Context: an optimization exercise on an open-source flow, tuned for small area, a short achievable clock period and few clock cycles per item. The choices shown serve that exercise and are no tape-out recipe.
Only simulation tests tie the RTL to the original design; equivalence was not proved.

==> inputs of 06-16 <==
Design sx12_fir, start of the top module:
module sx12_fir (
    input  wire        clk,
    input  wire        rst,           
    input  wire [4:0]  cfg_taps,      
    input  wire [4:0]  cfg_dec,       
    input  wire        coef_we,       
    input  wire [4:0]  coef_tap,
    input  wire [31:0] coef_val,
    input  wire [4:0]  coef_shift,
    input  wire        in_valid,
    output wire        in_ready,
    input  wire [31:0] in_data,
    output reg         out_valid,
    output reg  [31:0] out_data,
    output reg         out_sat
);
==> flow/config.mk <==
export PLATFORM = sky130hd
export DESIGN_NAME = sx12_fir
export DESIGN_NICKNAME = sx12_fir
export VERILOG_FILES = /design/flow/design.v
export SDC_FILE = /design/flow/constraint.sdc
export NUM_CORES = 4
export LEC_CHECK = 0
export ABC_AREA = 1
export CAP_MARGIN = 20
export CORE_MARGIN = 2
export CORE_UTILIZATION = 40
export SLEW_MARGIN = 20
==> flow/constraint.sdc <==
create_clock -name core_clock -period 14.0 [get_ports {clk}]
set_input_delay 2.8000 -clock core_clock [delete_from_list [all_inputs] [get_ports {clk}]]
set_output_delay 2.8000 -clock core_clock [all_outputs]
set_load 0.01 [all_outputs]
standard.sh (not shown) runs the stock make flow with config.mk's settings and CLKGATE_MAP_FILE= SYNTH_SCRIPT=/design/flow/synth_recipe.tcl, a recipe that flattens the netlist after the stock synthesis.
==> flow/flow/run.sh <==
#!/bin/bash
set -euo pipefail
bash standard.sh SETUP_SLACK_MARGIN=9.5 finish > standard_flow.log 2>&1
==> 07-05 (differences from 06-16) <==
--- a/flow/design.v
+++ b/flow/design.v
@@ -16,28 +16,26 @@
 );
     reg  [4:0]  taps_r, dec_r;
     reg         we_r;
     reg  [4:0]  wtap_r, wsh_r;
     reg  [31:0] wval_r;
     reg         v_r;              
     reg  [31:0] x_r;              
     reg         ir;               
-    reg         rst_r;            
     assign in_ready = ir;
     always @(posedge clk) begin
         taps_r <= cfg_taps;
         dec_r  <= cfg_dec;
         we_r   <= coef_we;
         wtap_r <= coef_tap;
         wsh_r  <= coef_shift;
         wval_r <= coef_val;
         x_r    <= in_data;
         v_r    <= in_valid & ir & ~rst;
-        rst_r  <= rst;
     end
     reg  [31:0] hmem0 [0:7];
     reg  [31:0] hmem1 [0:7];
     reg  [31:0] hmem2 [0:7];
     reg  [31:0] hmem3 [0:7];
     reg  [31:0] cmem0 [0:7];
     reg  [31:0] cmem1 [0:7];
     reg  [31:0] cmem2 [0:7];
@@ -81,34 +79,32 @@
     wire [4:0]  nj_kmax = (nsamp < taps_r) ? nsamp : taps_r;
     wire [4:0]  phase1  = v_r ? (plast ? 5'd0 : phase + 5'd1) : phase;
     wire        plast1  = (phase1 == dec_r);
     wire [3:0]  rem     = act ? {1'b0, a_g} + 4'd1 : 4'd0;
     wire [4:0]  ebusy   = {1'b0, rem} + (pnd ? {1'b0, gsteps} : 5'd0);
     wire [4:0]  vstart  = (ebusy == 5'd0) ? 5'd1 : ebusy;
     wire        ok_noa  = nj ? (ebusy <= 5'd2) : (pnd ? (rem <= 4'd2) : 1'b1);
     wire        ok_a    = nj ? (vstart + {1'b0, gsteps} <= 5'd2) : (ebusy <= 5'd2);
-    wire        ir_next = (ir & plast1) ? ok_a : ok_noa;
+    wire        ir_if_v = (ir & plast1) ? ok_a : ok_noa;
     wire        next_done = ~act | (a_g == 3'd0);
     wire [4:0]  s_base  = pnd ? p_base : wptr;
     wire [4:0]  s_kmax  = pnd ? p_kmax : nj_kmax;
     wire [2:0]  s_hb    = s_base[4:2] - glast;
     always @(posedge clk) begin
-        if (rst | rst_r)
-            ir <= 1'b1;
-        else
-            ir <= ir_next;
-        if (rst_r) begin
+        if (rst) begin
+            ir    <= 1'b1;
             phase <= 5'd0;
-            plast <= (dec_r == 5'd0);
+            plast <= (cfg_dec == 5'd0);
             nsamp <= 5'd0;
             wptr  <= 5'd0;
             act   <= 1'b0;
             pnd   <= 1'b0;
         end else begin
+            ir    <= in_valid ? ir_if_v : ok_noa;
             phase <= phase1;
             plast <= plast1;
             if (v_r) begin
                 wptr  <= wptr + 5'd1;
                 if (nsamp != 5'd31)
                     nsamp <= nsamp + 5'd1;
             end
             if (!next_done) begin
@@ -259,34 +255,39 @@
     wire [68:0] e3 = {{5{t3[63]}}, t3};
     wire [68:0] e4 = t_first ? 69'h40000000 : acc;
     wire [68:0] q1s = e0 ^ e1 ^ e2;
     wire [68:0] q1c = ((e0 & e1) | (e0 & e2) | (e1 & e2)) << 1;
     wire [68:0] q2s = q1s ^ q1c ^ e3;
     wire [68:0] q2c = ((q1s & q1c) | (q1s & e3) | (q1c & e3)) << 1;
     wire [68:0] q3s = q2s ^ q2c ^ e4;
     wire [68:0] q3c = ((q2s & q2c) | (q2s & e4) | (q2c & e4)) << 1;
-    always @(posedge clk)
-        acc <= q3s + q3c;
+    always @(posedge clk) begin
+        if (t_v)
+            acc <= q3s + q3c;
+    end
     wire        inrange = (acc[68:62] == {7{acc[68]}});
     always @(posedge clk) begin
-        if (rst_r) begin
+        if (rst) begin
             r_v       <= 1'b0;
             m_v       <= 1'b0;
             t_v       <= 1'b0;
             a_done    <= 1'b0;
+            out_valid <= 1'b0;
         end else begin
             r_v       <= act;
             m_v       <= r_v;
             t_v       <= m_v;
             a_done    <= t_v & t_last;
+            out_valid <= a_done;
+        end
+        if (a_done) begin
+            out_sat  <= ~inrange;
+            out_data <= inrange ? acc[62:31] : (acc[68] ? 32'h80000000 : 32'h7fffffff);
         end
-        out_valid <= a_done & ~rst & ~rst_r;
-        out_sat   <= ~inrange;
-        out_data  <= inrange ? acc[62:31] : (acc[68] ? 32'h80000000 : 32'h7fffffff);
     end
 endmodule
 module sx12_mul (
     input  wire [31:0] a,
     input  wire [33:0] a3,      
     input  wire [10:0] s1,      
     input  wire [10:0] s2,      
     input  wire [10:0] s3,      
==> flow/flow/run.sh (replaced) <==
#!/bin/bash
set -euo pipefail
bash standard.sh SETUP_SLACK_MARGIN=9.3 finish > standard_flow.log 2>&1
==> run summary <==
- Routed wire length: 07-05 is lower than 06-16 (about 0.7%).
- Between 06-16 and 07-05, the lower clock skew is in 06-16 (gap 0.033 ns).
- Against 07-05, the count of clock-buffer cells in the layout of 06-16 is lower by 2.
- Between 06-16 and 07-05, the lower worst setup slack is in 07-05 (gap 0.24 ns).
- Between 07-05 and 06-16, the lower utilization is in 07-05 (gap 0.27 points).
==> figures <==
GRT Total Usage: 07-05 0.302; 06-16 0.306
Worst slack on hold paths: 07-05 0.327 ns; 06-16 0.325 ns
Number of combinational gates with multiple inputs: 07-05 18.7k; 06-16 18.7k
Total via count in the routed design: 07-05 216k; 06-16 212k
Net count, final: 07-05 29.6k; 06-16 29.4k
Critical Path End: 07-05 mc0[24]$_DFF_P_; 06-16 mc2[27]$_DFF_P_
Clock latency (worst-skew pair): 07-05 1.10 ns; 06-16 1.08 ns
Result of the run: 07-05 finished clean; 06-16 finished clean
Area share of the largest cell type after synthesis: 07-05 0.284; 06-16 0.274
DR vias/cell: 07-05 6.00; 06-16 5.93
Critical Path Max Stage Delay: 07-05 0.87 ns; 06-16 0.77 ns
Post-layout worst setup margin: 07-05 9.21 ns; 06-16 9.45 ns
Rel. slew slack: 07-05 0.128; 06-16 0.122
Testbench counts of 06-16, summed over its fixed seeds: cycles 11,928, items 1,440.
Testbench counts of 07-05, summed over its fixed seeds: cycles 11,928, items 1,440.

==> inputs of 12-04 <==
sx12_fir, a different RTL version from the one above (not shown whole).
export LEC_CHECK = 0
export ABC_AREA = 1
export CAP_MARGIN = 20
export CORE_MARGIN = 2
export CORE_UTILIZATION = 50
export SLEW_MARGIN = 20
create_clock -name core_clock -period 14.0 [get_ports {clk}]
==> flow/flow/run.sh <==
#!/bin/bash
set -euo pipefail
bash standard.sh SETUP_SLACK_MARGIN=9.75 finish > standard_flow.log 2>&1
==> 06-23 (differences from 12-04) <==
==> flow/flow/run.sh (replaced) <==
#!/bin/bash
set -euo pipefail
bash standard.sh SETUP_SLACK_MARGIN=9.6 finish > standard_flow.log 2>&1
--- a/flow/config.mk
+++ b/flow/config.mk
@@ -9,4 +9,6 @@
 export CAP_MARGIN = 20
 export CORE_MARGIN = 2
 export CORE_UTILIZATION = 50
+export CTS_CLUSTER_DIAMETER = 80
+export CTS_CLUSTER_SIZE = 20
 export SLEW_MARGIN = 20
==> 05-27 (differences from 12-04) <==
==> flow/flow/run.sh (replaced) <==
#!/bin/bash
set -euo pipefail
bash standard.sh SETUP_SLACK_MARGIN=9.6 finish > standard_flow.log 2>&1
==> run summary <==
05-27 ran to the end with no violations. 06-23 produced a clean layout. 12-04 completed with no timing, DRC or antenna violations.
Of 05-27 and 06-23, 06-23 has the higher maximum frequency (gap about 0.3%, measured against 06-23).
Between 06-23 and 12-04, the lower register-to-register slack is in 06-23 (gap 80 ps).
First-iteration DRC count: 06-23 is smaller than 12-04 (0.98%).
Worst hold slack: 06-23 < 12-04 < 05-27.
Testbench counts of 12-04, summed over its fixed seeds: cycles 11,928, items 1,440.
Testbench counts of 06-23, summed over its fixed seeds: cycles 11,928, items 1,440.
Testbench counts of 05-27, summed over its fixed seeds: cycles 11,928, items 1,440.

## afterwards: timing with drivers on the ports
In the flow no input, the clock included, has a driving cell. The finished layouts below were timed again as built, in two steps. Step 1 assumes that a clkbuf_16 drives the clock port and a buf_2 every other input. Step 2 moves the port delays by t, midway between the first and last clock arrival at a register: inputs arrive t later, outputs are due t later. That takes back most of the time a late clock gives input paths. a / b / c = ideal / step 1 / step 2; a / b = the first two.
run	t, ns	setup slack, ns	slew at the worst register clock pin (ns)
06-16	1.164	9.449 / 9.444 / 9.449	0.08 / 0.08
07-05	1.152	9.206 / 9.206 / 9.186	0.09 / 0.09
12-04	1.143	9.666 / 9.590 / 9.666	0.10 / 0.10
06-23	1.099	9.582 / 9.546 / 9.582	0.09 / 0.09
05-27	1.138	9.569 / 9.536 / 9.569	0.09 / 0.09
After both steps setup and hold are still met in every run listed. For 07-05, which loses most, drivers alone change the setup slack by 0.000 ns; drivers and shift together by -0.020 ns.
